This is an optimization exercise on Yosys and OpenROAD, whose aim is small area and a short achievable clock period, not a production implementation.
In this exercise RTL edits were held to simulation tests only and were not proved equivalent to the original.
Power is estimated from default activity; no workload was simulated.

===== design.v =====
module can_fd_rx (
    input  wire        clk,
    input  wire        rst,
    input  wire        fd_en,
    input  wire        pex_en,
    input  wire        rx_valid,
    input  wire        rx_bit,
    output reg         ev_hdr,
    output wire [28:0] hdr_ident,
    output reg         hdr_ide,
    output reg         hdr_rtr,
    output reg         hdr_fdf,
    output reg         hdr_brs,
    output reg         hdr_esi,
    output reg  [3:0]  hdr_dlc,
    output reg  [6:0]  hdr_len,
    output reg         ev_word,
    output wire [3:0]  word_idx,
    output wire [31:0] word_data,
    output reg         ev_ack,
    output reg         ev_valid,
    output reg         ev_end,
    output reg         ev_eofdom,
    output reg         ev_pex,
    output reg         ev_err,
    output wire [3:0]  err_kind,
    output wire [4:0]  err_field
);
    localparam [4:0] F_BASE_ID     = 5'h01;
    localparam [4:0] F_RTR_SRR     = 5'h02;
    localparam [4:0] F_IDE         = 5'h03;
    localparam [4:0] F_EXT_ID      = 5'h04;
    localparam [4:0] F_RTR2        = 5'h05;
    localparam [4:0] F_FDF         = 5'h06;
    localparam [4:0] F_RES         = 5'h07;
    localparam [4:0] F_BRS         = 5'h08;
    localparam [4:0] F_ESI         = 5'h09;
    localparam [4:0] F_DLC         = 5'h0A;
    localparam [4:0] F_DATA        = 5'h0B;
    localparam [4:0] F_STUFF_COUNT = 5'h0C;
    localparam [4:0] F_CRC         = 5'h0D;
    localparam [4:0] F_CRC_DELIM   = 5'h0E;
    localparam [4:0] F_ACK         = 5'h0F;
    localparam [4:0] F_ACK_DELIM   = 5'h10;
    localparam [4:0] F_EOF         = 5'h11;
    localparam [2:0] E_STUFF       = 3'h3;
    localparam [2:0] E_FORM        = 3'h4;
    localparam [2:0] E_CRC         = 3'h5;
    localparam [2:0] E_STUFF_COUNT = 3'h6;
    localparam [14:0] POLY15 = 15'h4599;
    localparam [16:0] POLY17 = 17'h1685B;
    localparam [20:0] POLY21 = 21'h102899;
    reg v, b, fe, pe;
    always @(posedge clk) begin
        v  <= rx_valid;
        b  <= rx_bit;
        fe <= fd_en;
        pe <= pex_en;
    end
    reg        active;
    reg [4:0]  cur;         
    reg [8:0]  cnt;         
    reg        fresh;       
    reg [2:0]  run;         
    reg        last;        
    reg        dyn;         
    reg        stf;         
    reg [4:0]  sfield;      
    reg [2:0]  stuffc;      
    reg        scerr;       
    reg [14:0] crc15;
    reg [16:0] crc17;
    reg [20:0] crc21;
    reg [31:0] r;           
    reg        lbf;         
    reg [2:0]  ek;          
    assign hdr_ident = r[28:0];
    assign word_data = r;
    assign word_idx  = cnt[8:5];
    assign err_kind  = {1'b0, ek};
    assign err_field = cur;
    wire in_bit = v & active;
    wire dbit   = in_bit & ~stf;         
    wire sbit   = in_bit & stf;          
    wire sof    = v & ~active & ~b;
    wire same   = (b == last);
    wire c_base   = (cur == F_BASE_ID);
    wire c_rtr1   = (cur == F_RTR_SRR);
    wire c_ide    = (cur == F_IDE);
    wire c_ext    = (cur == F_EXT_ID);
    wire c_rtr2   = (cur == F_RTR2);
    wire c_fdf    = (cur == F_FDF);
    wire c_res    = (cur == F_RES);
    wire c_brs    = (cur == F_BRS);
    wire c_esi    = (cur == F_ESI);
    wire c_dlc    = (cur == F_DLC);
    wire c_data   = (cur == F_DATA);
    wire c_sc     = (cur == F_STUFF_COUNT);
    wire c_crc    = (cur == F_CRC);
    wire c_crcdel = (cur == F_CRC_DELIM);
    wire c_ack    = (cur == F_ACK);
    wire c_ackdel = (cur == F_ACK_DELIM);
    wire c_eof    = (cur == F_EOF);
    wire c_msg    = ~cur[4] & ~(cur[3] & cur[2]);    
    wire c_crcs   = c_msg | c_sc | c_crc;            
    wire fd   = hdr_fdf;
    wire wide = hdr_len[6] | hdr_len[5] | (hdr_len[4] & (hdr_len[3] | hdr_len[2]));
    wire nf        = ~fresh;
    wire i_b10     = nf & (cnt[3:0] == 4'd9);
    wire i_e17     = nf & (cnt[4:0] == 5'd16);
    wire i_m4_3    = nf & (cnt[1:0] == 2'd2);       
    wire i_byte7   = nf & (cnt[2:0] == 3'd6);
    wire i_c14     = nf & (cnt[3:0] == 4'd13);
    wire i_fdcrc   = (cnt[4:0] == (wide ? 5'd23 : 5'd19));
    wire i_eof5    = nf & (cnt[2:0] == 3'd4);
    wire i_eof6    = nf & (cnt[2:0] == 3'd5);
    wire [8:0] cnt1 = fresh ? 9'd0 : cnt + 9'd1;
    wire [1:0] lane = fresh ? 2'd0 : (cnt[2:0] == 3'd7) ? cnt[4:3] + 2'd1 : cnt[4:3];
    wire z15 = (crc15 == 15'd0);
    wire z17 = (crc17 == 17'd0);
    wire z21 = (crc21 == 21'd0);
    wire crc_ok = fd ? (~scerr & (wide ? z21 : z17)) : z15;
    reg sc_exp;
    always @* begin
        if (fresh) sc_exp = stuffc[2];
        else case (cnt[1:0])
            2'd0:    sc_exp = stuffc[2] ^ stuffc[1];
            2'd1:    sc_exp = stuffc[1] ^ stuffc[0];
            default: sc_exp = stuffc[0];
        endcase
    end
    function [6:0] data_len;
        input [3:0] d;
        input       fd;
        input       remote;
        begin
            if (fd) begin
                case (d)
                    4'd9:    data_len = 7'd12;
                    4'd10:   data_len = 7'd16;
                    4'd11:   data_len = 7'd20;
                    4'd12:   data_len = 7'd24;
                    4'd13:   data_len = 7'd32;
                    4'd14:   data_len = 7'd48;
                    4'd15:   data_len = 7'd64;
                    default: data_len = {3'd0, d};
                endcase
            end else if (remote) begin
                data_len = 7'd0;
            end else if (d[3]) begin
                data_len = 7'd8;
            end else begin
                data_len = {3'd0, d};
            end
        end
    endfunction
    wire [3:0] dlc_n = {hdr_dlc[2:0], b};
    wire [6:0] len_n = data_len(dlc_n, fd, hdr_rtr);
    wire       len_z = fd ? (dlc_n == 4'd0) : (hdr_rtr | (dlc_n == 4'd0));
    wire f_dlc    = c_dlc & i_m4_3;
    wire f_data   = c_data & i_byte7 & lbf;
    wire end_data = (f_dlc & len_z) | f_data;
    wire f_sc     = c_sc & i_m4_3;
    wire f_crc    = c_crc & (fd ? i_fdcrc : i_c14);
    wire x_fdf    = c_fdf & b & ~fe;                 
    wire x_res    = c_res & fd & b;                  
    wire x_bad    = x_fdf | x_res;
    wire x_form   = (c_crcdel | c_ackdel | (c_eof & ~i_eof6)) & ~b;
    wire x_crc    = c_ackdel & b & ~crc_ok;
    wire d_pex    = x_bad & pe;
    wire d_err    = (x_bad & ~pe) | x_form | x_crc;
    wire d_eofdom = c_eof & i_eof6 & ~b;
    wire d_end    = c_eof & i_eof6 & b;
    wire d_valid  = c_eof & i_eof5 & b;
    wire d_ack    = c_crcdel & b & crc_ok;
    wire d_hdr    = f_dlc;
    wire d_word   = c_data & i_byte7 & ((cnt[4:3] == 2'd3) | lbf);
    wire d_stop   = d_pex | d_err | d_eofdom | d_end;
    wire s_err    = sbit & same;                     
    reg [4:0] nxt;
    reg       adv;       
    always @* begin
        nxt = cur;
        adv = 1'b0;
        case (cur)
            F_BASE_ID:     begin nxt = F_RTR_SRR; adv = i_b10; end
            F_RTR_SRR:     begin nxt = F_IDE; adv = 1'b1; end
            F_IDE:         begin nxt = b ? F_EXT_ID : F_FDF; adv = 1'b1; end
            F_EXT_ID:      begin nxt = F_RTR2; adv = i_e17; end
            F_RTR2:        begin nxt = F_FDF; adv = 1'b1; end
            F_FDF:         begin nxt = (b | hdr_ide) ? F_RES : F_DLC; adv = ~x_fdf; end
            F_RES:         begin nxt = fd ? F_BRS : F_DLC; adv = ~x_res; end
            F_BRS:         begin nxt = F_ESI; adv = 1'b1; end
            F_ESI:         begin nxt = F_DLC; adv = 1'b1; end
            F_DLC:         begin nxt = len_z ? (fd ? F_STUFF_COUNT : F_CRC) : F_DATA; adv = i_m4_3; end
            F_DATA:        begin nxt = fd ? F_STUFF_COUNT : F_CRC; adv = f_data; end
            F_STUFF_COUNT: begin nxt = F_CRC; adv = i_m4_3; end
            F_CRC:         begin nxt = F_CRC_DELIM; adv = f_crc; end
            F_CRC_DELIM:   begin nxt = F_ACK; adv = b; end
            F_ACK:         begin nxt = F_ACK_DELIM; adv = 1'b1; end
            F_ACK_DELIM:   begin nxt = F_EOF; adv = b & crc_ok; end
            default:       begin nxt = cur; adv = 1'b0; end
        endcase
    end
    integer i;
    always @(posedge clk) begin
        if (rst) begin
            active    <= 1'b0;
            ev_hdr    <= 1'b0;
            ev_word   <= 1'b0;
            ev_ack    <= 1'b0;
            ev_valid  <= 1'b0;
            ev_end    <= 1'b0;
            ev_eofdom <= 1'b0;
            ev_pex    <= 1'b0;
            ev_err    <= 1'b0;
        end else begin
            if (sof)
                active <= 1'b1;
            else if (s_err || (dbit && d_stop))
                active <= 1'b0;
            ev_hdr    <= dbit & d_hdr;
            ev_word   <= dbit & d_word;
            ev_ack    <= dbit & d_ack;
            ev_valid  <= dbit & d_valid;
            ev_end    <= dbit & d_end;
            ev_eofdom <= dbit & d_eofdom;
            ev_pex    <= dbit & d_pex;
            ev_err    <= s_err | (dbit & d_err);
        end
        if (sof) begin
            cur   <= F_BASE_ID;
            fresh <= 1'b1;
        end else if (s_err) begin
            cur   <= sfield;
        end else if (dbit) begin
            if (adv) cur <= nxt;
            fresh <= adv & ~c_sc;
            cnt   <= cnt1;
        end
        if (s_err)
            ek <= E_STUFF;
        else if (dbit)
            ek <= x_crc ? ((fd & scerr) ? E_STUFF_COUNT : E_CRC) : E_FORM;
        if (sof) begin
            run    <= 3'd1;
            last   <= 1'b0;
            dyn    <= 1'b1;
            stf    <= 1'b0;
            stuffc <= 3'd0;
        end else if (sbit) begin
            run    <= 3'd1;
            last   <= b;
            stf    <= 1'b0;
            if (dyn) stuffc <= stuffc + 3'd1;
        end else if (dbit) begin
            run    <= same ? run + 3'd1 : 3'd1;
            last   <= b;
            stf    <= (end_data & fd) | ((c_sc | c_crc) & fd & i_m4_3) |
                      (dyn & same & (run == 3'd4));
            if ((end_data & fd) | (c_crc & ~fd & i_c14)) dyn <= 1'b0;
        end
        if (dbit)
            sfield <= (end_data & fd) ? F_STUFF_COUNT : cur;
        lbf <= ({1'b0, cnt[8:3]} + 7'd1 == hdr_len);
        if (!active) begin
            crc15 <= 15'd0;
            crc17 <= POLY17;
            crc21 <= POLY21;
        end else if (in_bit && c_crcs) begin
            if (!stf)
                crc15 <= {crc15[13:0], 1'b0} ^ ((b ^ crc15[14]) ? POLY15 : 15'd0);
            if (!stf || dyn) begin
                crc17 <= {crc17[15:0], 1'b0} ^ ((b ^ crc17[16]) ? POLY17 : 17'd0);
                crc21 <= {crc21[19:0], 1'b0} ^ ((b ^ crc21[20]) ? POLY21 : 21'd0);
            end
        end
        if (dbit && c_sc)
            scerr <= (fresh ? 1'b0 : scerr) | (b ^ sc_exp);
        if (!active)
            r[17:0] <= 18'd0;
        if (dbit && (c_base || c_ext)) begin
            r <= {r[30:0], b};
        end else if (dbit && c_data) begin
            for (i = 0; i < 4; i = i + 1) begin
                if (lane == i[1:0])
                    r[8*i +: 8] <= {r[8*i +: 7], b};
                else if (lane < i[1:0])
                    r[8*i +: 8] <= {r[8*i +: 7], 1'b0};
            end
        end
        if (dbit) begin
            if (c_rtr1 | c_rtr2) hdr_rtr <= b;
            if (c_ide) hdr_ide <= b;
            if (c_fdf) hdr_fdf <= b;
            if (c_brs) hdr_brs <= b;
            if (c_esi) hdr_esi <= b;
            if (c_dlc) hdr_dlc <= dlc_n;
            if (f_dlc) hdr_len <= len_n;
        end
        if (sof) begin
            hdr_brs <= 1'b0;
            hdr_esi <= 1'b0;
        end
    end
endmodule

===== run.sh =====
#!/bin/bash
# synth_recipe.tcl (not shown) runs the flow's synth.tcl, then flattens the netlist and writes it again
# the make line also repeats each setting of config.mk as NAME=value (left out here)
make -C /OpenROAD-flow-scripts/flow DESIGN_CONFIG=/design/flow/config.mk WORK_HOME=/design/flow/orfs CLKGATE_MAP_FILE= SYNTH_SCRIPT=/design/flow/synth_recipe.tcl finish

===== config.mk =====
export PLATFORM = sky130hd
export DESIGN_NAME = can_fd_rx
export DESIGN_NICKNAME = can_fd_rx
export VERILOG_FILES = /design/flow/design.v
export SDC_FILE = /design/flow/constraint.sdc
export NUM_CORES = 4
export LEC_CHECK = 0
export ABC_CLOCK_PERIOD_IN_PS = 2000
export CAP_MARGIN = 20
export CORE_MARGIN = 2
export CORE_UTILIZATION = 40
export PLACE_DENSITY = 0.6
export SETUP_SLACK_MARGIN = 3.0
export SLEW_MARGIN = 20

===== constraint.sdc =====
create_clock -name core_clock -period 5.0 [get_ports {clk}]
set_input_delay 1.0000 -clock core_clock [delete_from_list [all_inputs] [get_ports {clk}]]
set_output_delay 1.0000 -clock core_clock [all_outputs]
set_load 0.01 [all_outputs]

==> out/qor.csv, run 1 <==
metric,value,unit
ys_ff_latch,148,
timing.rr.start,hdr_dlc[0],
syn2layout_area_growth,34.5,%
maxCapViolCount,0,
cp.arrival,2.46,ns
instances_no_fill,1188,
yosys.cell_types.count,76,
async_flop_share,0,%
whs_path_depth,0,
synth_ff_type,dfxtp_1,
cts_buffer_depth,2,
synth_nets,799,
fmax,464,MHz
r2r_cells,8,
initial_core_util,40.6,%
seq_area_frac_synth,46.8,%
holdCritStartpoint,r[17],
critPathMaxFanout,2,
vdd_drop_max,0.271,mV
cts_tree,built,
setup_violations,0,
grtUsageTotal,20.7,%
dieArea,19200,sq um
setup_tns,0,ns
vias_per_cell,5.37,
hp-class,register to register,
numPortBuffers,102,
drc,0,
r2r-end,cur[1],
synth_edf_count,43,
h-tree-depth,4,
finalWirelength,20700,microns
netlist_area,7250,sq um
dpl.hpwl,12000,microns
num_rows,49,
top_layer,met4,
rrSetupSlack,2.85,ns
avgSynthCellArea,9.24,sq um
io_pins,104,
fin_skew,0.0104,ns
cts_root_buffer,clkbuf_16,
layout-drive-gt1-share,37.1,%
die_w,139,microns
critPathLaunchType,register,
synthesis.instances,784,
clk_pin_slew,0.06,ns
wl_met2,10100,microns
fill_cells,1568,
dp.cells,1041,
final_net_count,960,
ant_nets,0,
grt_max_degree,80,
rsz0062_at_grt,yes,
p_leak,3.94,nW
grt_pass1_wl,32100,microns
worst-endpoint-required,5.30,ns
synth_warnings,1,
power.density,349,nW/um^2
cts_buffers,17,
gp_congestion,0.888,
tightest_slew,0.742,ns
min_to,r[18],
met1_length,8500,microns
via_count,6381,
wire_per_inst,17.4,microns
relSlewSlack,50.2,%
antenna_found_initial,1,
grt.overflow.total,0,
wl_met3,1390,microns
insertion_delay,0.43,ns
cts.sinks,148,
firstDrtPassIters,5,
drt_iter0_drc,407,
end_kind,register,
min_period,2.15,ns
hold_viol,0,
chipHeight,139,microns
grt_pass1_vias,6167,
worst-setup-path-type,register to register,
core,17800,sq um
status,"complete, no violations",
drv_slew,0,
fin_crit_sh,43.1,%
-- worst max path at each step --
stage                from            to  slack [ns]
5_1_grt            cnt[1]          r[2]        2.83
3_3_place_gp       active     crc15[14]        2.34
6_report       hdr_dlc[0]        cur[1]        2.85
4_1_cts            cur[0]  err_field[0]        2.79
2_1_floorplan      cnt[0]        cur[0]        2.97
3_5_place_dp       active     crc15[14]        2.25
-- cells by family after synthesis --
logic type / share of synthesized area (%)
and+or+nand+nor: 20.9
AOI/OAI and AO/OA: 13.7
DFF: 46.8
buffers and inverters: 7.63
xor gates and xnor gates: 5.56
muxes: 3.76
adders and majority gates: 1.55
other: 0.0518
-- power breakdown --
part | leakage [nW] | internal [W] | switching (W)
clock | 0.306 | 0.000806 | 0.000514
combinational | 2.38 | 0.000345 | 0.000392
sequential | 1.26 | 0.00129 | 0.0000560
total | 3.94 | 0.00244 | 0.000962
-- metrics by stage --
step	total power, W	cell area [sq um]	util, %	hold WS, ns	setup WS [ns]
floorplan	0.00176	7260	-	0.415	2.97
global placement	0.00188	8130	45.6	0.438	2.34
detailed placement	0.00188	8130	45.6	0.450	2.25
CTS	0.00334	9510	53.3	0.457	2.79
global route	0.00352	9750	54.6	0.465	2.83
finish	0.00340	9750	54.6	0.456	2.85
-- layout make-up --
| type | instances | area, sq um | area share [%] |
|---|---|---|---|
| clock buffer | 24 | 537 | 5.51 |
| clock inverter | 8 | 80.1 | 0.821 |
| timing repair buffer | 220 | 1630 | 16.8 |
| sequential | 148 | 3450 | 35.4 |
| inverter | 19 | 86.3 | 0.886 |
| multi-input combinational | 539 | 3670 | 37.7 |
| antenna | 1 | 2.50 | 0.0257 |
| tap | 229 | 287 | 2.94 |
-- layer usage --
metal,GRT usage (%),vias to the layer above
met4,8.16,0
li1,-,3032
met5,0,-
met1,25.4,3047
met3,5.42,55
met2,34.8,247
-- state kept, by name, indices dropped and copies added (netlist names), 4 cells and up --
| name | cells |
|---|---|
| crc21 | 21 |
| hdr_dlc | 4 |
| crc17 | 17 |
| cur | 5 |
| crc15 | 15 |
| hdr_len | 7 |
| cnt | 9 |
| r | 32 |
| sfield | 5 |
-- Yosys cell counts (3+ instances only) --
master / n / area (sq um)
nand2_1: 130 / 488
dfxtp_1: 105 / 2100
nor2_1: 51 / 191
edfxtp_1: 43 / 1290
buf_4: 35 / 263
a21oi_1: 31 / 155
xnor2_1: 26 / 228
mux2i_1: 22 / 220
nand3_1: 21 / 105
o21ai_0: 21 / 105
xor2_1: 20 / 175
a21boi_0: 19 / 143
clkbuf_1: 19 / 71.3
nor2b_1: 18 / 113
nor4_1: 18 / 113
o21ai_1: 18 / 90.1
inv_1: 16 / 60.1
buf_2: 13 / 65.1
nor3_1: 13 / 65.1
o211ai_1: 10 / 75.1
or3_1: 10 / 62.6
ha_1: 9 / 113
nand4_1: 8 / 50.1
buf_1: 7 / 26.3
nand2b_1: 7 / 43.8
a211oi_1: 6 / 45.0
and2_1: 6 / 37.5
buf_6: 5 / 56.3
a21boi_1: 3 / 22.5
a22oi_1: 3 / 22.5
and4b_1: 3 / 30.0
nand3b_1: 3 / 22.5
nor3b_1: 3 / 22.5
o211a_1: 3 / 30.0
o21a_1: 3 / 22.5
-- repair_timing --
| item | 4_1_cts | 5_1_grt |
|---|---|---|
| cloned | 1 | 1 |
| pin swaps | 18 | 18 |
| gates resized for setup | 452 | 69 |
| setup buffers | 92 | 20 |
| setup endpoints to repair | 217 | 119 |
| hold buffers | 0 | 0 |
-- layout by cell type, fill, tap and decap left out, drive strengths merged, types with 6 or more instances in the layout --
cell	synthesis	layout
dfxtp	105	105
o211ai	11	11
o21ai	40	40
xnor2	26	26
buf	60	206
and2	6	6
or3	11	11
nand2	130	130
nor2	52	52
inv	18	21
clkbuf	19	28
nand3	21	21
edfxtp	43	43
xor2	20	20
nor3	13	13
a21oi	32	32
nor4	19	19
mux2i	22	22
nand2b	8	8
nor2b	18	18
ha	9	9
nand4	8	8
a211oi	7	7
a21boi	22	22
-- critical path, cell delays in order (launching register included) --
cell	delay, ns
edfxtp_1	0.41
buf_6	0.14
or4_4	0.51
buf_4	0.16
nor2b_1	0.12
inv_1	0.12
o32ai_1	0.13
a211oi_1	0.30
mux2i_1	0.13
==> run 2: changes to the inputs <==
--- a/config.mk
+++ b/config.mk
@@ -11,4 +11,4 @@
 export CORE_UTILIZATION = 40
 export PLACE_DENSITY = 0.6
-export SETUP_SLACK_MARGIN = 3.0
+export SETUP_SLACK_MARGIN = 2.85
 export SLEW_MARGIN = 20
==> run 2 against run 1 <==
- still clean on timing, DRC and antenna
- critical path depth decreased by 5
- register-to-register slack got worse by 0.02 ns
- synthesized cell count unchanged
- via count decreased by 5.6%
- combinational power decreased by 6.0%
- critical endpoint is now ev_valid
- highest routed layer unchanged
==> out/qor.csv, run 2 <==
metric,value,unit,change
multi_input_area,3510,sq um,was 3670 sq um
final_common_cell,nand2_1,,unchanged
synth_top_area_share,29.0,%,unchanged
fmax,452,MHz,was 464 MHz
num_rows,49,,unchanged
wire_per_inst,16.8,microns,was 17.4 microns
ys_ff_latch,148,,unchanged
min_period,2.21,ns,was 2.15 ns
layout-drive-gt1-share,21.4,%,was 37.1%
synth_nets,799,,unchanged
yosysMostFrequentCell,nand2_1,,unchanged
hold_viol,0,,unchanged
end_kind,register,,unchanged
ant_nets,0,,unchanged
drc,0,,unchanged
grt.overflow.total,0,,unchanged
fill_cells,1664,,was 1568
cts.sinks,148,,unchanged
synth_warnings,1,,unchanged
numPortBuffers,102,,unchanged
diodes,0,,was 1
grt_pass1_wl,30600,microns,was 32100 microns
largest_register,r,,unchanged
antenna_found_initial,0,,was 1
synth_edf_count,43,,unchanged
power.density,356,nW/um^2,was 349 nW/um^2
cts_tree,built,,unchanged
synth_ff_type,dfxtp_1,,unchanged
fin_skew,0.00909,ns,was 0.0104 ns
tightest_slew,0.976,ns,was 0.742 ns
io_pins,104,,unchanged
insertion_delay,0.42,ns,was 0.43 ns
grtUsageTotal,19.8,%,was 20.7%
grt_max_degree,57,,was 80
netlist_area,7250,sq um,unchanged
drt_iter0_drc,304,,was 407
avgSynthCellArea,9.24,sq um,unchanged
ff_latch_area,3420,sq um,was 3450 sq um
final_cell_mix,"nand2_1 (125), dfxtp_1 (95), buf_4 (68)",,"was nand2_1 (124), buf_4 (95), buf_2 (83)"
worst-setup-path-type,input pin to register,,was register to register
die_w,139,microns,unchanged
synthesis.instances,784,,unchanged
gp_congestion,0.927,,was 0.888
firstDrtPassIters,5,,unchanged
largestRegisters,"r: 32 flops, crc21: 21 flops, crc17: 17 flops",,unchanged
status,"complete, no violations",,unchanged
holdBufCountCts,0,,unchanged
instances_no_fill,1145,,was 1188
rsz0062_at_grt,yes,,unchanged
cts_buffer_depth,2,,unchanged
cts_root_buffer,clkbuf_16,,unchanged
synth_largest_area_cell,dfxtp_1,,unchanged
yosys.cell_types.count,76,,unchanged
syn2layout_area_growth,30.8,%,was 34.5%
h-tree-depth,4,,unchanged
worst-endpoint-required,5.27,ns,was 5.30 ns
core,17800,sq um,unchanged
critPathMaxFanout,6,,was 2
setup_tns,0,ns,unchanged
hp-class,register to register,,unchanged
fin_crit_sh,44.2,%,was 43.1%
cts_buffers,17,,unchanged
slowest_stage,clkdlybuf4s50_1,,was or4_4
max_stage_delay,0.57,ns,was 0.51 ns
relSlewSlack,34.4,%,was 50.2%
cp.arrival,2.48,ns,was 2.46 ns
final_net_count,918,,was 960
largest_register_ffs,32,,unchanged
crit_chain,clkdlybuf4s50_1 -> or3_1 -> nor4_1,,was buf_6 -> or4_4 -> buf_4 -> nor2b_1 -> inv_1 -> o32ai_1 -> a211oi_1 -> mux2i_1
seq_area_frac_synth,46.8,%,unchanged
chipHeight,139,microns,unchanged
setup_violations,0,,unchanged
synth_top_cells_by_count,"nand2_1 (130), dfxtp_1 (105), nor2_1 (51), edfxtp_1 (43), buf_4 (35)",,unchanged
vias_per_cell,5.26,,was 5.37
critPathLaunchType,input pin,,was register
drv_slew,0,,unchanged
dp.cells,1042,,was 1041
async_flop_share,0,%,unchanged
via_count,6022,,was 6381
dpl.hpwl,12500,microns,was 12000 microns
yosys-top-cells-area,"dfxtp_1 (29%), edfxtp_1 (18%), nand2_1 (6.7%), buf_4 (3.6%), xnor2_1 (3.1%)",,unchanged
vdd_drop_max,0.268,mV,was 0.271 mV
p_leak,3.77,nW,was 3.94 nW
finalWirelength,19300,microns,was 20700 microns
initial_core_util,40.6,%,unchanged
dieArea,19200,sq um,unchanged
grt_pass1_vias,5641,,was 6167
clk_pin_slew,0.07,ns,was 0.06 ns
maxCapViolCount,0,,unchanged
==> run 2: metrics by stage <==
stage          hold WS, ns  total power [W]  utilization (%)  setup WS (ns)  instance area (sq um)
6_report             0.469          0.00337             53.1           2.79                   9480
3_5_place_dp         0.457          0.00189             45.6           2.22                   8130
2_1_floorplan        0.415          0.00176                -           2.90                   7250
4_1_cts              0.467          0.00332             51.8           2.79                   9250
5_1_grt              0.485          0.00350             53.1           2.76                   9480
3_3_place_gp         0.441          0.00188             45.6           2.30                   8130
==> run 2: logic make-up after synthesis <==
group | count (synthesis) | synth area share (%)
buffers and inverters | 98 | 7.63
muxes | 26 | 3.76
and+or+nand+nor | 308 | 20.9
other | 1 | 0.0518
adders and majority gates | 9 | 1.55
AOI/OAI and AO/OA | 148 | 13.7
DFF | 148 | 46.8
xor gates and xnor gates | 46 | 5.56
==> run 2: area by class of cell <==
| type | count | share of cell area [%] |
|---|---|---|
| clock buffer | 19 | 4.90 |
| tap | 229 | 3.02 |
| sequential | 148 | 36.1 |
| inverter | 19 | 0.832 |
| clock inverter | 13 | 1.66 |
| timing repair buffer | 179 | 16.4 |
| multi-input combinational | 538 | 37.1 |
==> run 2: critical path, delay by kind of cell <==
family	cells	cell delay [ns]
buffers and inverters	1	0.57
and+or+nand+nor	2	0.91
==> run 2: per-layer routing <==
| metal | vias up | GRT usage, % | wire [microns] |
|---|---|---|---|
| li1 | 2937 | - | - |
| met3 | 26 | 5.25 | 1040 |
| met5 | - | 0 | 0 |
| met4 | 0 | 4.62 | 282 |
| met1 | 2907 | 25.3 | 8390 |
| met2 | 152 | 33.8 | 9590 |
==> run 2: repair_timing <==
item / in CTS / in global routing
gates cloned: 1 / 0
resized for setup: 181 / 49
buffers inserted: 56 / 14
endpoints found under the hold margin: 0 / 0
endpoints found under the setup margin: 205 / 63
pin swaps: 12 / 11
==> run 2: final timing paths <==
| kind | from | endpoint | slack (ns) | cells past startpoint |
|---|---|---|---|---|
| worst min-delay path | r[6] | r[7] | 0.47 | 2 |
| worst max-delay path | rst | ev_valid | 2.79 | 3 |
| worst max register to register | cnt[0] | cur[0] | 2.83 | 9 |
| worst min register to register | r[6] | r[7] | 0.47 | 2 |
==> run 2: report_power, final <==
part	internal, W	switching (W)	total, W	leakage [nW]
Clock	0.000794	0.000531	0.00133	0.308
Combinational	0.000321	0.000372	0.000693	2.21
Sequential	0.00129	0.0000650	0.00135	1.25
Total	0.00240	0.000968	0.00337	3.77
==> run 3: changes to the inputs <==
--- a/config.mk
+++ b/config.mk
@@ -11,4 +11,4 @@
 export CORE_UTILIZATION = 40
 export PLACE_DENSITY = 0.6
-export SETUP_SLACK_MARGIN = 2.85
+export SETUP_SLACK_MARGIN = 2.6
 export SLEW_MARGIN = 20
==> run 3 against run 2 <==
- wire length is 5.8% lower
- maximum frequency shrank 6.7%
- worst setup slack worse by 0.16 ns
- final cell count shrank 3.6%
- utilization down 2.0 points
- first-iteration DRC count down 3.9%
- die area did not move
- synthesized cell count unchanged
- area after synthesis unchanged
==> out/qor.csv, run 3 <==
metric,value,unit,change
relSlewSlack,32.4,%,was 34.4%
final_cell_mix,"nand2_1 (129), dfxtp_1 (97), clkdlybuf4s50_1 (71)",,"was nand2_1 (125), dfxtp_1 (95), buf_4 (68)"
yosysMostFrequentCell,nand2_1,,unchanged
synth-xor-area-share,5.56,%,unchanged
worst-endpoint-required,4.00,ns,was 5.27 ns
layout-drive-gt1-share,13.3,%,was 21.4%
largestRegisters,"r: 32 flops, crc21: 21 flops, crc17: 17 flops",,unchanged
initial_core_util,40.6,%,unchanged
numPortBuffers,102,,unchanged
critPathMaxFanout,2,,was 6
critPathLaunchType,register,,was input pin
async_flop_share,0,%,unchanged
synth_top_cells_by_count,"nand2_1 (130), dfxtp_1 (105), nor2_1 (51), edfxtp_1 (43), buf_4 (35)",,unchanged
die_w,139,microns,unchanged
fin_crit_sh,47.4,%,was 44.2%
crit_chain,clkdlybuf4s50_1,,was clkdlybuf4s50_1 -> or3_1 -> nor4_1
final_net_count,877,,was 918
firstDrtPassIters,6,,was 5
avgSynthCellArea,9.24,sq um,unchanged
num_rows,49,,unchanged
yosys.area_share.adder,1.55,%,unchanged
synth_ff_type,dfxtp_1,,unchanged
combPwrFrac,16.4,%,was 20.6%
ant_nets,0,,unchanged
setup_violations,0,,unchanged
power_frac_clock,40.9,%,was 39.3%
final_area,9120,sq um,was 9480 sq um
syn2layout_area_growth,25.9,%,was 30.8%
dieArea,19200,sq um,unchanged
grt_max_degree,57,,unchanged
maxCapViolCount,0,,unchanged
diodes,0,,unchanged
power.density,355,nW/um^2,was 356 nW/um^2
setup_tns,0,ns,unchanged
worst-setup-path-type,register to output pin,,was input pin to register
fin_skew,0.0106,ns,was 0.00909 ns
cts_buffers,17,,unchanged
vias_per_cell,5.23,,was 5.26
finalWirelength,18200,microns,was 19300 microns
synth_edf_count,43,,unchanged
largest_register_ffs,32,,unchanged
synth_largest_area_cell,dfxtp_1,,unchanged
intPower,0.00232,W,was 0.00240 W
synthesis.instances,784,,unchanged
fill_cells,1661,,was 1664
io_pins,104,,unchanged
rsz0062_at_grt,no,,was yes
status,"complete, no violations",,unchanged
grt_pass1_wl,29100,microns,was 30600 microns
synth_top_family_by_area,simple AND/OR/NAND/NOR gates,,unchanged
cts_buffer_depth,2,,unchanged
cts_root_buffer,clkbuf_16,,unchanged
instances_no_fill,1104,,was 1145
tightest_slew,1.01,ns,was 0.976 ns
switchingPower,0.000912,W,was 0.000968 W
min_period,2.37,ns,was 2.21 ns
end_kind,output pin,,was register
largest_register,r,,unchanged
h-tree-depth,4,,unchanged
slowest_stage,clkdlybuf4s50_1,,unchanged
grt_pass1_vias,5345,,was 5641
place_area,8130,sq um,unchanged
gp_congestion,0.927,,unchanged
drt_iter0_drc,292,,was 304
dpl.hpwl,12500,microns,unchanged
max_stage_delay,0.56,ns,was 0.57 ns
via_count,5771,,was 6022
wire_per_inst,16.5,microns,was 16.8 microns
yosys.cell_types.count,76,,unchanged
core,17800,sq um,unchanged
pwr-share-seq,42.7,%,was 40.1%
chipHeight,139,microns,unchanged
yosys-top-cells-area,"dfxtp_1 (29%), edfxtp_1 (18%), nand2_1 (6.7%), buf_4 (3.6%), xnor2_1 (3.1%)",,unchanged
hold_viol,0,,unchanged
synth_nets,799,,unchanged
synth-compound-area-share,13.7,%,unchanged
cts_tree,built,,unchanged
clk_pin_slew,0.06,ns,was 0.07 ns
synthMuxAreaShare,3.76,%,unchanged
antenna_found_initial,0,,unchanged
seq_area_frac_synth,46.8,%,unchanged
ys_ff_latch,148,,unchanged
cts.sinks,148,,unchanged
synth_top_area_share,29.0,%,unchanged
grt.overflow.total,0,,unchanged
synth_warnings,1,,unchanged
path_buf_inv,1,,unchanged
total_power,0.00323,W,was 0.00337 W
hp-class,register to register,,unchanged
dp.cells,1042,,unchanged
power.share.switching,28.2,%,was 28.7%
fmax,422,MHz,was 452 MHz
drv_slew,0,,unchanged
vdd_drop_max,0.248,mV,was 0.268 mV
cp_top_family,buffers and inverters,,was simple AND/OR/NAND/NOR gates
final_common_cell,nand2_1,,unchanged
netlist_area,7250,sq um,unchanged
grtUsageTotal,18.7,%,was 19.8%
insertion_delay,0.42,ns,about the same
cp.arrival,1.37,ns,was 2.48 ns
drc,0,,unchanged
synthSimpleGateAreaFrac,20.9,%,unchanged
p_leak,3.60,nW,was 3.77 nW
run 3: per-layer routing:
layer	vias up	track usage (%)	part of all wire, %
met5	-	0	0
met4	0	4.35	1.3
met3	17	4.77	5.1
met2	131	31.2	49
met1	2763	24.6	45
li1	2860	-	-
run 3: worst paths after layout:
kind / start / end / slack, ns / depth (start not counted)
max: hdr_esi / hdr_esi / 2.63 / 1
min: r[30] / r[31] / 0.46 / 0
min reg2reg: r[30] / r[31] / 0.46 / 0
max reg2reg: cur[2] / sfield[0] / 2.72 / 6
run 3: logic make-up (layout without fill, tap and decap cells):
group,Yosys count,after routing
and+or+nand+nor,308,308
AOI/OAI and AO/OA,148,148
muxes,26,26
adders and majority gates,9,9
other,1,1
xor gates and xnor gates,46,46
buffers and inverters,98,189
DFF,148,148
run 3: metrics by stage:
stage               setup slack [ns]  util, %  hold slack [ns]
global route                    2.60     51.1            0.482
CTS                             2.40     50.0            0.473
global placement                2.30     45.6            0.441
finish                          2.63     51.1            0.464
floorplan                       2.90        -            0.415
detailed placement              2.22     45.6            0.457
run 3: what timing repair did:
action                                  4_1_cts  5_1_grt
hold buffers                                  0        0
resized for setup                            18       40
buffers inserted                             19       11
pin swaps                                     1        2
hold endpoints to repair                      0        0
endpoints found under the setup margin      111       68
run 3: cell type report:
cell class	instances	area, sq um	area share (%)
Tap cell	229	287	3.14
Clock inverter	13	158	1.73
Inverter	19	78.8	0.864
Clock buffer	19	464	5.09
Multi-Input combinational cell	538	3350	36.7
Timing Repair Buffer	138	1370	15.0
Sequential cell	148	3420	37.4
run 3: power by group through the flow:
| stage | clock network (W) | registers, W | logic [W] |
|---|---|---|---|
| after floorplan | 0 | 0.00134 | 0.000415 |
| after global placement | 0 | 0.00142 | 0.000465 |
| after detailed placement | 0 | 0.00142 | 0.000469 |
| after CTS | 0.00135 | 0.00139 | 0.000499 |
| after global routing | 0.00141 | 0.00139 | 0.000571 |
| final | 0.00132 | 0.00138 | 0.000529 |
==> run 4: changes to the inputs <==
--- a/config.mk
+++ b/config.mk
@@ -6,9 +6,9 @@
 export NUM_CORES = 4
 export LEC_CHECK = 0
-export ABC_CLOCK_PERIOD_IN_PS = 2000
+export ABC_AREA = 1
 export CAP_MARGIN = 20
 export CORE_MARGIN = 2
 export CORE_UTILIZATION = 40
 export PLACE_DENSITY = 0.6
-export SETUP_SLACK_MARGIN = 2.6
+export SETUP_SLACK_MARGIN = 3.0
 export SLEW_MARGIN = 20
==> run 4 against run 3 <==
- worst setup slack better by 0.30 ns
- die area down 1.8%
- sequential cell count did not move
- critical path depth is the same
- clock power is 3% higher
- final cell count increased by 12%
- cell area is 0.92% higher
- first-iteration DRC count grew 92%
- utilization grew 1.9 points
- total power shrank 1.3%
- critical path type unchanged
- critical endpoint is now hdr_fdf
==> out/qor.csv, run 4 <==
metric,value,unit,change
crit_chain,buf_2,,was clkdlybuf4s50_1
ff_latch_area,3450,sq um,was 3420 sq um
vias_per_cell,5.09,,was 5.23
cts_root_buffer,clkbuf_16,,unchanged
io_pins,104,,unchanged
largest_register,r,,unchanged
fin_crit_sh,41.4,%,was 47.4%
hp-class,register to register,,unchanged
diodes,0,,unchanged
grt_pass1_vias,5689,,was 5345
synth_top_area_share,29.6,%,was 29.0%
finalWirelength,19200,microns,was 18200 microns
power.density,347,nW/um^2,was 355 nW/um^2
setup_tns,0,ns,unchanged
numPortBuffers,102,,unchanged
fin_skew,0.0107,ns,was 0.0106 ns
async_flop_share,0,%,unchanged
status,"complete, no violations",,unchanged
final_util,53.0,%,was 51.1%
final_net_count,1018,,was 877
fmax,483,MHz,was 422 MHz
path_buf_inv,1,,unchanged
yosys-top-cells-area,"dfxtp_1 (30%), edfxtp_1 (18%), nand2_1 (9.0%), a21oi_1 (5.3%), o21ai_0 (4.9%)",,"was dfxtp_1 (29%), edfxtp_1 (18%), nand2_1 (6.7%), buf_4 (3.6%), xnor2_1 (3.1%)"
holdBufCountCts,0,,unchanged
cts.sinks,148,,unchanged
critPathLaunchType,register,,unchanged
relSlewSlack,30.4,%,was 32.4%
syn2layout_area_growth,29.4,%,was 25.9%
grtUsageTotal,19.9,%,was 18.7%
antenna_found_initial,0,,unchanged
cts_buffer_depth,2,,unchanged
synth_ff_type,dfxtp_1,,unchanged
num_rows,48,,was 49
pre_cts_slack,2.21,ns,was 2.22 ns
synth_nets,897,,was 799
chipHeight,137,microns,was 139 microns
ant_nets,0,,unchanged
dieArea,18900,sq um,was 19200 sq um
final_common_cell,nand2_1,,unchanged
r2r_cells,8,,was 6
worst-setup-path-type,register to output pin,,unchanged
max_stage_delay,0.46,ns,was 0.56 ns
grt_use_met1,27.0,%,was 24.6%
drc,0,,unchanged
wire_per_inst,15.5,microns,was 16.5 microns
whs_path_depth,0,,unchanged
multi_input_area,3260,sq um,was 3350 sq um
synth_edf_count,43,,unchanged
seq_area_frac_synth,47.7,%,was 46.8%
grtUsageMet2,30.9,%,was 31.2%
grt_max_degree,45,,was 57
fill_cells,1623,,was 1661
via_count,6309,,was 5771
layout-drive-gt1-share,30.5,%,was 13.3%
p_leak,4.00,nW,was 3.60 nW
rsz0062_at_grt,yes,,was no
dpl.hpwl,12100,microns,was 12500 microns
die_w,137,microns,was 139 microns
maxCapViolCount,0,,unchanged
slowest_stage,edfxtp_1,,was clkdlybuf4s50_1
final_cell_mix,"nand2_1 (152), buf_2 (86), dfxtp_1 (79)",,"was nand2_1 (129), dfxtp_1 (97), clkdlybuf4s50_1 (71)"
drt_iter0_drc,560,,was 292
cp_top_family,flip-flops,,was buffers and inverters
avgSynthCellArea,8.06,sq um,was 9.24 sq um
met3_usage,4.78,%,was 4.77%
grt_pass1_wl,29100,microns,about the same
end_kind,output pin,,unchanged
synth_warnings,1,,unchanged
core,17400,sq um,was 17800 sq um
synth_largest_area_cell,dfxtp_1,,unchanged
initial_core_util,41.0,%,was 40.6%
critPathMaxFanout,2,,unchanged
setup_violations,0,,unchanged
yosysMostFrequentCell,nand2_1,,unchanged
gp_congestion,0.920,,was 0.927
largestRegisters,"r: 32 flops, crc21: 21 flops, crc17: 17 flops",,unchanged
insertion_delay,0.43,ns,was 0.42 ns
hold_viol,0,,unchanged
tightest_slew,1.04,ns,was 1.01 ns
ys_ff_latch,148,,unchanged
firstDrtPassIters,5,,was 6
h-tree-depth,4,,unchanged
cts_tree,built,,unchanged
grt_busiest_layer,met2,,unchanged
synthesis.instances,882,,was 784
synth_top_cells_by_count,"nand2_1 (171), dfxtp_1 (105), inv_1 (83), nor2_1 (82), a21oi_1 (76)",,"was nand2_1 (130), dfxtp_1 (105), nor2_1 (51), edfxtp_1 (43), buf_4 (35)"
clk_pin_slew,0.06,ns,about the same
yosys.cell_types.count,46,,was 76
vdd_drop_max,0.240,mV,was 0.248 mV
cp.arrival,1.07,ns,was 1.37 ns
netlist_area,7110,sq um,was 7250 sq um
worst-endpoint-required,4.00,ns,about the same
cts_buffers,17,,unchanged
drv_slew,0,,unchanged
path_depth,1,,unchanged
min_period,2.07,ns,was 2.37 ns
setup_ws,2.93,ns,was 2.63 ns
largest_register_ffs,32,,unchanged
grt.overflow.total,0,,unchanged
-- run 4: cell count changes in the layout (fill, tap and decap cells not counted), moves of 22 or more --
cell and delta:
mux2i_1 -22, clkdlybuf4s50_1 -66, inv_1 +62, buf_2 +86, dlymetal6s2s_1 -26, nand2_1 +23
nor2_1 +23, buf_4 +22, a21oi_1 +45, o21ai_0 +38
-- run 4: final cells by class --
class                   count  area share (%)
inverters                  91            3.89
multi-input cells         577            35.5
clock inverters             5           0.897
clock buffers              26            6.10
repair buffers            168            13.1
flip-flops and latches    148            37.5
well taps                 225            3.06
-- run 4: final timing paths --
path                            slack (ns)  endpoint    start
worst max register to register        2.99      r[4]   cnt[1]
worst min register to register        0.46     r[18]    r[17]
worst min-delay path                  0.46     r[18]    r[17]
worst max-delay path                  2.93   hdr_fdf  hdr_fdf
-- run 4: cells by family after synthesis --
group / Yosys count / synth area share [%]
and+or+nand+nor: 360 / 22.4
DFF: 148 / 47.7
AOI/OAI and AO/OA: 165 / 12.5
other: 1 / 0.0527
buffers and inverters: 160 / 10.9
muxes: 1 / 0.158
xor gates and xnor gates: 38 / 4.79
adders and majority gates: 9 / 1.58
-- run 4: through the flow --
| step | instances | area [sq um] | power, W | hold WS (ns) |
|---|---|---|---|---|
| finish | 1240 | 9210 | 0.00319 | 0.461 |
| CTS | 1221 | 8810 | 0.00313 | 0.465 |
| global placement | 1143 | 8010 | 0.00174 | 0.447 |
| global route | 1240 | 9210 | 0.00332 | 0.481 |
| detailed placement | 1143 | 8010 | 0.00174 | 0.448 |
| floorplan | 882 | 7110 | 0.00162 | 0.422 |
-- run 4: what timing repair did --
action	CTS	global route
cloned	2	4
endpoints found under the setup margin	225	143
pin swaps	4	11
buffers inserted	45	15
gates resized for setup	408	106
-- run 4: layer usage --
layer / share of wire (%) / wire (microns)
met1: 45 / 8730
met5: 0 / 0
met3: 6.1 / 1170
met2: 46 / 8880
met4: 2.3 / 437
-- run 4: worst reg2reg max path: stages, from the launching register on --
cell	delay, ns
edfxtp_1	0.47
ha_4	0.23
ha_4	0.17
mux2_4	0.34
nand2_4	0.10
nand2_4	0.08
o21ai_4	0.23
clkbuf_16	0.21
o21ai_1	0.06
-- run 4: where the power goes --
part | switching (W) | internal, W
Combinational | 0.000325 | 0.000186
Clock | 0.000488 | 0.000874
Sequential | 0.0000354 | 0.00128
==> run 5: changes to the inputs <==
--- a/config.mk
+++ b/config.mk
@@ -11,4 +11,4 @@
 export CORE_UTILIZATION = 40
 export PLACE_DENSITY = 0.6
-export SETUP_SLACK_MARGIN = 3.0
+export SETUP_SLACK_MARGIN = 3.3
 export SLEW_MARGIN = 20
==> run 5 against run 4 <==
- largest power group is now sequential cells
- largest cell class is now multi-input combinational cells
- clock skew rose by 0.0042 ns
- sequential share of layout area fell by 4.0 points
- non-clock buffer count rose by 54
- combinational power rose by 22%
- hold slack barely moved
- still clean on timing, DRC and antenna
- cell area rose by 13%
- area after synthesis did not move
- clock-buffer cell count fell by 8
- sequential power barely moved
- global-route usage rose by 0.59 points
- synthesized cell count did not move
- critical path type unchanged
- critical endpoint is now word_data[27]
==> out/qor.csv, run 5 <==
metric,value,unit,change
status,"complete, no violations",,unchanged
min_period,2.02,ns,was 2.07 ns
drt_iter0_drc,492,,was 560
cts_tree,built,,unchanged
dieArea,18900,sq um,unchanged
grt_pass1_wl,30000,microns,was 29100 microns
slowest_stage,edfxtp_1,,unchanged
worst-endpoint-required,4.00,ns,about the same
ant_nets,0,,unchanged
ys_ff_latch,148,,unchanged
netlist_area,7110,sq um,unchanged
gp_congestion,0.946,,was 0.920
yosys.cell_types.count,46,,unchanged
grtUsageTotal,20.5,%,was 19.9%
dpl.hpwl,11800,microns,was 12100 microns
power.density,315,nW/um^2,was 347 nW/um^2
drv_slew,0,,unchanged
grt.overflow.total,0,,unchanged
synth_top_area_share,29.6,%,unchanged
die_w,137,microns,unchanged
vdd_drop_max,0.249,mV,was 0.240 mV
path_buf_inv,1,,unchanged
synth_nets,897,,unchanged
critPathMaxFanout,3,,was 2
end_kind,output pin,,unchanged
cts_buffer_depth,2,,unchanged
hp-class,register to register,,unchanged
synth_largest_area_cell,dfxtp_1,,unchanged
critPathLaunchType,register,,unchanged
timing.rr.start,cnt[0],,was cnt[1]
fin_crit_sh,40.5,%,was 41.4%
diodes,0,,unchanged
firstDrtPassIters,5,,unchanged
cp.arrival,1.02,ns,was 1.07 ns
core,17400,sq um,unchanged
min_to,crc15[0],,was r[18]
largest_register,r,,unchanged
tightest_slew,0.572,ns,was 1.04 ns
wire_per_inst,15.6,microns,was 15.5 microns
insertion_delay,0.43,ns,about the same
fin_skew,0.0149,ns,was 0.0107 ns
pre_cts_slack,2.19,ns,was 2.21 ns
syn2layout_area_growth,46.0,%,was 29.4%
hold_viol,0,,unchanged
cp_top_family,flip-flops,,unchanged
largestRegisters,"r: 32 flops, crc21: 21 flops, crc17: 17 flops",,unchanged
final_cell_mix,"nand2_1 (140), buf_4 (85), a21oi_1 (75), buf_6 (75), dfxtp_1 (68)",,"was nand2_1 (152), buf_2 (86), dfxtp_1 (79)"
chipHeight,137,microns,unchanged
cts.sinks,148,,unchanged
synth_top_cells_by_count,"nand2_1 (171), dfxtp_1 (105), inv_1 (83), nor2_1 (82), a21oi_1 (76)",,unchanged
synth_ff_type,dfxtp_1,,unchanged
synth_edf_count,43,,unchanged
worst-setup-path-type,register to output pin,,unchanged
setup_ws,2.98,ns,was 2.93 ns
avgSynthCellArea,8.06,sq um,unchanged
antenna_found_initial,0,,unchanged
setup_tns,0,ns,unchanged
whs,0.461,ns,about the same
clk_pin_slew,0.07,ns,was 0.06 ns
max_stage_delay,0.42,ns,was 0.46 ns
setup_violations,0,,unchanged
final_net_count,1074,,was 1018
synthesis.instances,882,,unchanged
p_leak,4.43,nW,was 4.00 nW
r2r-end,cur[3],,was r[4]
grt_pass1_vias,5969,,was 5689
fmax,494,MHz,was 483 MHz
synth_warnings,1,,unchanged
largest_register_ffs,32,,unchanged
vias_per_cell,5.06,,was 5.09
fill_cells,1497,,was 1623
finalWirelength,20200,microns,was 19200 microns
whs_path_depth,2,,was 0
numPortBuffers,102,,unchanged
async_flop_share,0,%,unchanged
place_area,8070,sq um,was 8010 sq um
seq_area_frac_synth,47.7,%,unchanged
final_common_cell,nand2_1,,unchanged
holdCritStartpoint,crc15[0],,was r[17]
final_area,10400,sq um,was 9210 sq um
yosys-top-cells-area,"dfxtp_1 (30%), edfxtp_1 (18%), nand2_1 (9.0%), a21oi_1 (5.3%), o21ai_0 (4.9%)",,unchanged
maxCapViolCount,0,,unchanged
cts_root_buffer,clkbuf_16,,unchanged
yosysMostFrequentCell,nand2_1,,unchanged
final_util,59.8,%,was 53.0%
initial_core_util,41.0,%,unchanged
layout-drive-gt1-share,40.9,%,was 30.5%
rrSetupSlack,3.07,ns,was 2.99 ns
crit_chain,buf_2,,unchanged
io_pins,104,,unchanged
relSlewSlack,61.8,%,was 30.4%
r2r_cells,13,,was 8
rsz0062_at_grt,yes,,unchanged
cts_buffers,17,,unchanged
num_rows,48,,unchanged
drc,0,,unchanged
h-tree-depth,4,,unchanged
via_count,6561,,was 6309
grt_max_degree,32,,was 45
[run 5: cell count changes in the layout (fill, tap and decap cells not counted), moves of 12 or more]
| cell | previous run | this run |
|---|---|---|
| nand3_1 | 40 | 28 |
| buf_2 | 86 | 44 |
| buf_4 | 55 | 85 |
| buf_6 | 8 | 75 |
| nand2_1 | 152 | 140 |
[run 5: where the power goes]
| part | switching, W | total, W | internal (W) |
|---|---|---|---|
| clock network | 0.000554 | 0.00132 | 0.000763 |
| registers | 0.0000434 | 0.00132 | 0.00128 |
| logic | 0.000368 | 0.000627 | 0.000259 |
| total | 0.000965 | 0.00327 | 0.00230 |
[run 5: worst max path at each step]
stage | from | endpoint | slack [ns] | cells past startpoint
finish | r[27] | word_data[27] | 2.98 | 1
global route | r[23] | word_data[23] | 2.93 | 1
CTS | hdr_ide | hdr_ide | 2.96 | 1
detailed placement | active | crc17[7] | 2.19 | 8
global placement | active | crc21[8] | 2.26 | 8
floorplan | cnt[0] | r[18] | 3.25 | 8
[run 5: metal layers]
layer	GRT usage (%)	share of wire, %	vias to the layer above
met4	6.87	1.6	0
met3	5.15	5.7	39
met5	0	0	-
met1	26.6	43	3095
li1	-	-	3228
met2	33.3	50	199
[run 5: layout make-up]
type,count,area (sq um),area share (%)
Clock inverter,14,163,1.57
Timing Repair Buffer,222,2020,19.4
Inverter,91,398,3.83
Timing Repair inverter,1,5.00,0.0482
Clock buffer,18,439,4.23
Multi-Input combinational cell,578,3610,34.7
Tap cell,225,282,2.71
Sequential cell,148,3470,33.5
[run 5: what timing repair did]
item,CTS,global route
hold buffers,0,0
endpoints found under the setup margin,239,206
gates cloned,5,3
gates resized for setup,577,132
pin swaps,26,42
buffers inserted,78,36
[run 5: kinds of logic (layout without fill, tap and decap cells)]
group,Yosys count,in the layout,synth area share [%]
other,1,1,0.0527
multiplexers,1,1,0.158
XOR/XNOR,38,38,4.79
flip-flops,148,148,47.7
AND/OR/NAND/NOR,360,364,22.4
buffers and inverters,160,346,10.9
AO/OA/AOI/OAI,165,165,12.5
adder cells (fa/ha/maj),9,9,1.58
[run 5: through the flow]
| step | power, W | instances |
|---|---|---|
| floorplan | 0.00162 | 882 |
| detailed placement | 0.00174 | 1143 |
| global route | 0.00340 | 1297 |
| finish | 0.00327 | 1297 |
| CTS | 0.00318 | 1258 |
| global placement | 0.00174 | 1143 |
==> run 6: changes to the inputs <==
--- a/config.mk
+++ b/config.mk
@@ -10,5 +10,7 @@
 export CORE_MARGIN = 2
 export CORE_UTILIZATION = 40
+export CTS_BUF_LIST = sky130_fd_sc_hd__clkbuf_8
+export CTS_CLUSTER_SIZE = 30
 export PLACE_DENSITY = 0.6
-export SETUP_SLACK_MARGIN = 3.3
+export SETUP_SLACK_MARGIN = 3.0
 export SLEW_MARGIN = 20
==> run 6 against run 5 <==
- sequential share of layout area rose by 3.8 points
- final cell count fell by 3.2%
- utilization fell by 6.4 points
- clock power fell by 19%
- first-iteration DRC count fell by 5.7%
- worst setup slack got worse by 0.092 ns
- synthesized cell count did not move
- die area did not move
- critical path depth did not move
==> out/qor.csv, run 6 <==
metric,value,unit,change
avgSynthCellArea,8.06,sq um,unchanged
chipHeight,137,microns,unchanged
synth_ff_type,dfxtp_1,,unchanged
drc,0,,unchanged
combPwrFrac,18.9,%,was 19.2%
yosys.area_share.adder,1.58,%,unchanged
h-tree-depth,4,,unchanged
status,"complete, no violations",,unchanged
min_period,2.12,ns,was 2.02 ns
synth-xor-area-share,4.79,%,unchanged
max_stage_delay,0.47,ns,was 0.42 ns
cts_buffers,17,,unchanged
synth-compound-area-share,12.5,%,unchanged
hp-class,register to register,,unchanged
ys_ff_latch,148,,unchanged
power.density,317,nW/um^2,was 315 nW/um^2
crit_chain,buf_2,,unchanged
path_buf_inv,1,,unchanged
synthesis.instances,882,,unchanged
grtUsageTotal,20.1,%,was 20.5%
largestRegisters,"r: 32 flops, crc21: 21 flops, crc17: 17 flops",,unchanged
syn2layout_area_growth,30.5,%,was 46.0%
synth_edf_count,43,,unchanged
holdCritStartpoint,crc15[5],,was crc15[0]
layout-drive-gt1-share,33.8,%,was 40.9%
num_rows,48,,unchanged
gp_congestion,0.920,,was 0.946
cts.sinks,148,,unchanged
largest_register,r,,unchanged
cp.arrival,1.12,ns,was 1.02 ns
switchingPower,0.000826,W,was 0.000965 W
yosysMostFrequentCell,nand2_1,,unchanged
async_flop_share,0,%,unchanged
netlist_area,7110,sq um,unchanged
synthSimpleGateAreaFrac,22.4,%,unchanged
relSlewSlack,39.4,%,was 61.8%
insertion_delay,0.46,ns,was 0.43 ns
fin_skew,0.0122,ns,was 0.0149 ns
setup_tns,0,ns,unchanged
critPathLaunch,hdr_fdf,,was r[27]
die_w,137,microns,unchanged
diodes,0,,unchanged
vdd_drop_max,0.181,mV,was 0.249 mV
grt_pass1_wl,29400,microns,was 30000 microns
grt.overflow.total,0,,unchanged
seq_area_frac_synth,47.7,%,unchanged
synthMuxAreaShare,0.158,%,unchanged
initial_core_util,41.0,%,unchanged
synth_largest_area_cell,dfxtp_1,,unchanged
core,17400,sq um,unchanged
antenna_found_initial,0,,unchanged
synth_top_family_by_area,simple AND/OR/NAND/NOR gates,,unchanged
final_net_count,1034,,was 1074
final_common_cell,nand2_1,,unchanged
numPortBuffers,102,,unchanged
cts_root_buffer,clkbuf_8,,was clkbuf_16
worst-endpoint-required,4.00,ns,about the same
power.share.switching,28.1,%,was 29.5%
synth_warnings,1,,unchanged
drv_slew,0,,unchanged
drt_iter0_drc,464,,was 492
slowest_stage,edfxtp_1,,unchanged
yosys-top-cells-area,"dfxtp_1 (30%), edfxtp_1 (18%), nand2_1 (9.0%), a21oi_1 (5.3%), o21ai_0 (4.9%)",,unchanged
io_pins,104,,unchanged
via_count,6372,,was 6561
vias_per_cell,5.07,,was 5.06
worst-setup-path-type,register to output pin,,unchanged
synth_top_cells_by_count,"nand2_1 (171), dfxtp_1 (105), inv_1 (83), nor2_1 (82), a21oi_1 (76)",,unchanged
end_kind,output pin,,unchanged
fmax,473,MHz,was 494 MHz
cts_buffer_depth,2,,unchanged
setup_violations,0,,unchanged
critPathLaunchType,register,,unchanged
final_cell_mix,"nand2_1 (151), buf_2 (89), dfxtp_1 (77)",,"was nand2_1 (140), buf_4 (85), a21oi_1 (75), buf_6 (75), dfxtp_1 (68)"
largest_register_ffs,32,,unchanged
clk_pin_slew,0.08,ns,was 0.07 ns
hold_viol,0,,unchanged
critPathMaxFanout,2,,was 3
synth_nets,897,,unchanged
cp_top_family,flip-flops,,unchanged
grt_pass1_vias,5740,,was 5969
whs,0.467,ns,was 0.461 ns
power_frac_clock,36.5,%,was 40.3%
intPower,0.00211,W,was 0.00230 W
dpl.hpwl,12100,microns,was 11800 microns
ant_nets,0,,unchanged
synth_top_area_share,29.6,%,unchanged
tightest_slew,0.905,ns,was 0.572 ns
dieArea,18900,sq um,unchanged
yosys.cell_types.count,46,,unchanged
firstDrtPassIters,8,,was 5
timing.rr.start,hdr_fdf,,was cnt[0]
rsz0062_at_grt,yes,,unchanged
p_leak,4.06,nW,was 4.43 nW
wire_per_inst,15.5,microns,was 15.6 microns
total_power,0.00294,W,was 0.00327 W
finalWirelength,19500,microns,was 20200 microns
pwr-share-seq,44.6,%,was 40.5%
maxCapViolCount,0,,unchanged
cts_tree,built,,unchanged
fin_crit_sh,42.3,%,was 40.5%
grt_max_degree,45,,was 32
==> run 6: timing repair <==
| action | CTS | global route |
|---|---|---|
| buffers inserted | 49 | 26 |
| cloned | 2 | 4 |
| gates resized for setup | 434 | 131 |
| hold buffers | 0 | 0 |
| pin swaps | 4 | 22 |
| setup endpoints to repair | 227 | 145 |
==> run 6: path summary, 6_finish.rpt <==
kind                            depth (start not counted)  slack, ns        to
worst min-delay path                                    2       0.47  crc15[5]
worst max register to register                         12       2.99    cur[3]
worst min register to register                          2       0.47  crc15[5]
worst max-delay path                                    1       2.88   hdr_fdf
==> run 6: area by class of cell <==
cell class,count,area [sq um]
Fill cell,1615,8080
Timing Repair Buffer,184,1370
Clock inverter,8,146
Inverter,91,364
Sequential cell,148,3450
Tap cell,225,282
Multi-Input combinational cell,577,3350
Clock buffer,23,317
==> run 6: cells by family after synthesis <==
group                    after synthesis
XOR/XNOR                              38
other                                  1
multiplexers                           1
adder cells (fa/ha/maj)                9
flip-flops                           148
AO/OA/AOI/OAI                        165
buffers and inverters                160
AND/OR/NAND/NOR                      360
==> run 6: stage by stage <==
step / std cells / instance area (sq um) / setup slack [ns] / util (%)
after floorplan: 882 / 7110 / 3.05 / -
after global placement: 1143 / 8010 / 2.27 / 46.1
after detailed placement: 1143 / 8010 / 2.21 / 46.1
after CTS: 1225 / 8550 / 2.84 / 49.3
after global routing: 1256 / 9280 / 2.83 / 53.5
final: 1256 / 9280 / 2.88 / 53.5
==> run 6: power groups by stage <==
stage	combinational, W	clock, W	sequential (W)
floorplan	0.000278	0	0.00134
global placement	0.000390	0	0.00135
detailed placement	0.000388	0	0.00135
CTS	0.000430	0.00108	0.00131
global route	0.000601	0.00114	0.00132
finish	0.000555	0.00107	0.00131
==> run 6: worst min-delay path: stages, from the launching register on <==
cell and delay, ns:
dfxtp_1 0.33, inv_1 0.05, a21oi_1 0.05
==> run 6: layer usage <==
layer / vias to the layer above / global-route usage (%) / part of all wire (%)
met4: 0 / 8.53 / 2.6
met3: 50 / 5.19 / 6.1
met5: - / 0 / 0
li1: 3140 / - / -
met1: 2958 / 27.0 / 44
met2: 224 / 30.5 / 47
==> run 7: changes to the inputs <==
==> config.mk (replaced) <==
export PLATFORM = sky130hd
export DESIGN_NAME = can_fd_rx
export DESIGN_NICKNAME = can_fd_rx
export VERILOG_FILES = /design/flow/design.v
export SDC_FILE = /design/flow/constraint.sdc
export NUM_CORES = 4
export LEC_CHECK = 0
export ABC_CLOCK_PERIOD_IN_PS = 2000
export CAP_MARGIN = 20
export CORE_MARGIN = 2
export CORE_UTILIZATION = 60
export PLACE_DENSITY = 0.75
export SETUP_SLACK_MARGIN = 3.0
export SLEW_MARGIN = 20
==> run 7 against run 6 <==
- utilization up 27 points
- sequential cell count unchanged
- worst setup slack worse by 0.083 ns
- largest power group unchanged
- clock-buffer cell count grew 3
- hold slack worse by 0.0016 ns
- sequential power barely moved
- largest cell class is now multi-input combinational cells
- critical path type is now register to register
==> out/qor.csv, run 7 <==
metric,value,unit,change
worst-endpoint-required,5.32,ns,was 4.00 ns
setup_ws,2.80,ns,was 2.88 ns
min_period,2.20,ns,was 2.12 ns
diodes,0,,unchanged
cp_top_family,simple AND/OR/NAND/NOR gates,,was flip-flops
cts_buffer_depth,2,,unchanged
setup_violations,0,,unchanged
ant_nets,0,,unchanged
yosysMostFrequentCell,nand2_1,,unchanged
largest_register,r,,unchanged
avgSynthCellArea,9.24,sq um,was 8.06 sq um
fin_crit_sh,44.0,%,was 42.3%
holdCritStartpoint,crc17[8],,was crc15[5]
worst-setup-path-type,register to register,,was register to output pin
place_area,8040,sq um,was 8010 sq um
critPathLaunchType,register,,unchanged
async_flop_share,0,%,unchanged
synthesis.instances,784,,was 882
largest_register_ffs,32,,unchanged
core,11900,sq um,was 17400 sq um
end_kind,register,,was output pin
whs_path_depth,2,,unchanged
io_pins,104,,unchanged
dieArea,13000,sq um,was 18900 sq um
fill_cells,753,,was 1615
rsz0062_at_grt,yes,,unchanged
drv_slew,0,,unchanged
wire_per_inst,19.0,microns,was 15.5 microns
firstDrtPassIters,9,,was 8
timing.rr.start,fresh,,was hdr_fdf
p_leak,3.85,nW,was 4.06 nW
gp_congestion,0.926,,was 0.920
largestRegisters,"r: 32 flops, crc21: 21 flops, crc17: 17 flops",,unchanged
tightest_slew,0.973,ns,was 0.905 ns
numPortBuffers,102,,unchanged
final_common_cell,nand2_1,,unchanged
synth_top_cells_by_count,"nand2_1 (130), dfxtp_1 (105), nor2_1 (51), edfxtp_1 (43), buf_4 (35)",,"was nand2_1 (171), dfxtp_1 (105), inv_1 (83), nor2_1 (82), a21oi_1 (76)"
ys_ff_latch,148,,unchanged
synth_nets,799,,was 897
max_stage_delay,0.71,ns,was 0.47 ns
yosys.cell_types.count,76,,was 46
cts_buffers,17,,unchanged
maxCapViolCount,0,,unchanged
grt_max_degree,62,,was 45
r2r-end,fresh,,was cur[3]
fmax,455,MHz,was 473 MHz
power.density,357,nW/um^2,was 317 nW/um^2
syn2layout_area_growth,32.2,%,was 30.5%
seq_area_frac_synth,46.8,%,was 47.7%
drt_iter0_drc,686,,was 464
crit_chain,and4b_1 -> nand4_1 -> o311ai_4 -> nor4_4 -> nand2_1 -> a221o_1,,was buf_2
grt.overflow.total,0,,unchanged
path_buf_inv,0,,was 1
r2r_cells,6,,was 12
cts_root_buffer,clkbuf_16,,was clkbuf_8
fin_skew,0.00695,ns,was 0.0122 ns
holdBufCountCts,0,,unchanged
h-tree-depth,4,,unchanged
multi_input_area,3660,sq um,was 3350 sq um
relSlewSlack,34.7,%,was 39.4%
initial_core_util,60.8,%,was 41.0%
synth_largest_area_cell,dfxtp_1,,unchanged
min_to,crc17[9],,was crc15[5]
finalWirelength,20700,microns,was 19500 microns
synth_edf_count,43,,unchanged
vias_per_cell,6.07,,was 5.07
hp-class,register to register,,unchanged
layout-drive-gt1-share,35.0,%,was 33.8%
hold_viol,0,,unchanged
pre_cts_slack,2.34,ns,was 2.21 ns
final_net_count,949,,was 1034
setup_tns,0,ns,unchanged
clk_pin_slew,0.06,ns,was 0.08 ns
cts.sinks,148,,unchanged
drc,0,,unchanged
grtUsageTotal,30.6,%,was 20.1%
critPathMaxFanout,21,,was 2
grt_pass1_vias,6176,,was 5740
synth_warnings,1,,unchanged
cts_tree,built,,unchanged
cp.arrival,2.52,ns,was 1.12 ns
total_power,0.00342,W,was 0.00294 W
antenna_found_initial,0,,unchanged
status,"complete, no violations",,unchanged
netlist_area,7250,sq um,was 7110 sq um
final_area,9580,sq um,was 9280 sq um
yosys-top-cells-area,"dfxtp_1 (29%), edfxtp_1 (18%), nand2_1 (6.7%), buf_4 (3.6%), xnor2_1 (3.1%)",,"was dfxtp_1 (30%), edfxtp_1 (18%), nand2_1 (9.0%), a21oi_1 (5.3%), o21ai_0 (4.9%)"
grt_pass1_wl,31100,microns,was 29400 microns
chipHeight,114,microns,was 137 microns
dpl.hpwl,11300,microns,was 12100 microns
vdd_drop_max,0.258,mV,was 0.181 mV
die_w,114,microns,was 137 microns
synth_top_area_share,29.0,%,was 29.6%
final_cell_mix,"nand2_1 (126), buf_4 (82), buf_2 (77)",,"was nand2_1 (151), buf_2 (89), dfxtp_1 (77)"
num_rows,40,,was 48
ff_latch_area,3450,sq um,about the same
insertion_delay,0.43,ns,was 0.46 ns
synth_ff_type,dfxtp_1,,unchanged
slowest_stage,dfxtp_2,,was edfxtp_1
via_count,6644,,was 6372
rrSetupSlack,2.80,ns,was 2.99 ns
==> run 7: power by group <==
part	internal (W)	total, W	leakage, nW	switching, W
registers	0.00129	0.00134	1.26	0.0000544
clock network	0.000809	0.00130	0.303	0.000487
logic	0.000357	0.000780	2.29	0.000423
total	0.00245	0.00342	3.85	0.000965
==> run 7: worst max-delay path by stage <==
stage	startpoint	to	depth (start not counted)
floorplan	cnt[0]	cur[0]	8
global placement	cur[3]	err_field[3]	1
detailed placement	cur[3]	cur[0]	6
CTS	hdr_fdf	hdr_fdf	2
global route	cur[0]	cur[0]	8
finish	fresh	fresh	6
==> run 7: final cells by class <==
type	instances	share of cell area [%]
timing repair buffer	210	16.7
inverter	19	0.836
clock inverter	6	0.640
sequential	148	36.0
clock buffer	26	5.76
multi-input combinational	538	38.2
tap	147	1.92
==> run 7: cell families after synthesis <==
logic type / share of synthesized area, %
AOI/OAI and AO/OA: 13.7
xor gates and xnor gates: 5.56
adders and majority gates: 1.55
buffers and inverters: 7.63
DFF: 46.8
muxes: 3.76
other: 0.0518
and+or+nand+nor: 20.9
==> run 7: worst reg2reg max path: cells and delay by family, from the launching register on <==
family	cells	cell delay, ns
compound gates	2	0.45
flops	1	0.71
simple gates	4	0.92
==> run 7: routing by layer <==
layer | vias to the layer above | part of all wire [%] | track usage (%)
met5 | - | 0 | 0
met4 | 0 | 3.9 | 15.3
met3 | 106 | 8.0 | 7.55
met2 | 356 | 49 | 50.8
met1 | 3170 | 39 | 37.4
li1 | 3012 | - | -
==> run 7: timing repair <==
item / CTS / global route
endpoints found under the hold margin: 0 / 0
buffers inserted: 77 / 25
gates resized for setup: 456 / 61
pin swaps: 16 / 16
setup endpoints to repair: 213 / 134
gates cloned: 1 / 0
==> run 7: per-stage QoR <==
stage | utilization [%] | instances | hold WS [ns]
after floorplan | - | 784 | 0.415
final | 80.4 | 1094 | 0.466
after CTS | 78.1 | 1069 | 0.461
after global routing | 80.4 | 1094 | 0.496
after detailed placement | 67.5 | 959 | 0.443
after global placement | 67.5 | 959 | 0.433

-- re-timing with driven ports --
How much do the figures lean on ideal ports? The routed layouts below were timed once more, with nothing changed but the port constraints.
Step 1 (the two cells are an assumption about what drives the block):
set clk [get_ports {clk}]
set_driving_cell -lib_cell sky130_fd_sc_hd__clkbuf_16 $clk
set_driving_cell -lib_cell sky130_fd_sc_hd__buf_2 [delete_from_list [all_inputs] $clk]
Step 2, shift: input delay + t, output delay - t, t = (earliest + latest rising clock arrival at the registers) / 2. This alone moves slack from input paths to output paths.
Slacks: ideal ports / drivers / drivers and shift; pairs: ideal ports / drivers.
run	t, ns	setup WS [ns]	cell pins on the clock port's net
run 1	0.468	2.845 / 2.845 / 2.643	1
run 2	0.463	2.789 / 2.797 / 2.334	1
run 3	0.465	2.630 / 2.584 / 2.392	1
run 4	0.462	2.930 / 2.888 / 2.592	1
run 5	0.471	2.977 / 2.933 / 3.068	1
run 6	0.491	2.885 / 2.846 / 2.609	1
run 7	0.468	2.802 / 2.802 / 2.802	1
After both steps every run listed still meets setup and hold. For run 2, which loses most, drivers alone change the setup slack by +0.008 ns; drivers and shift together by -0.455 ns.
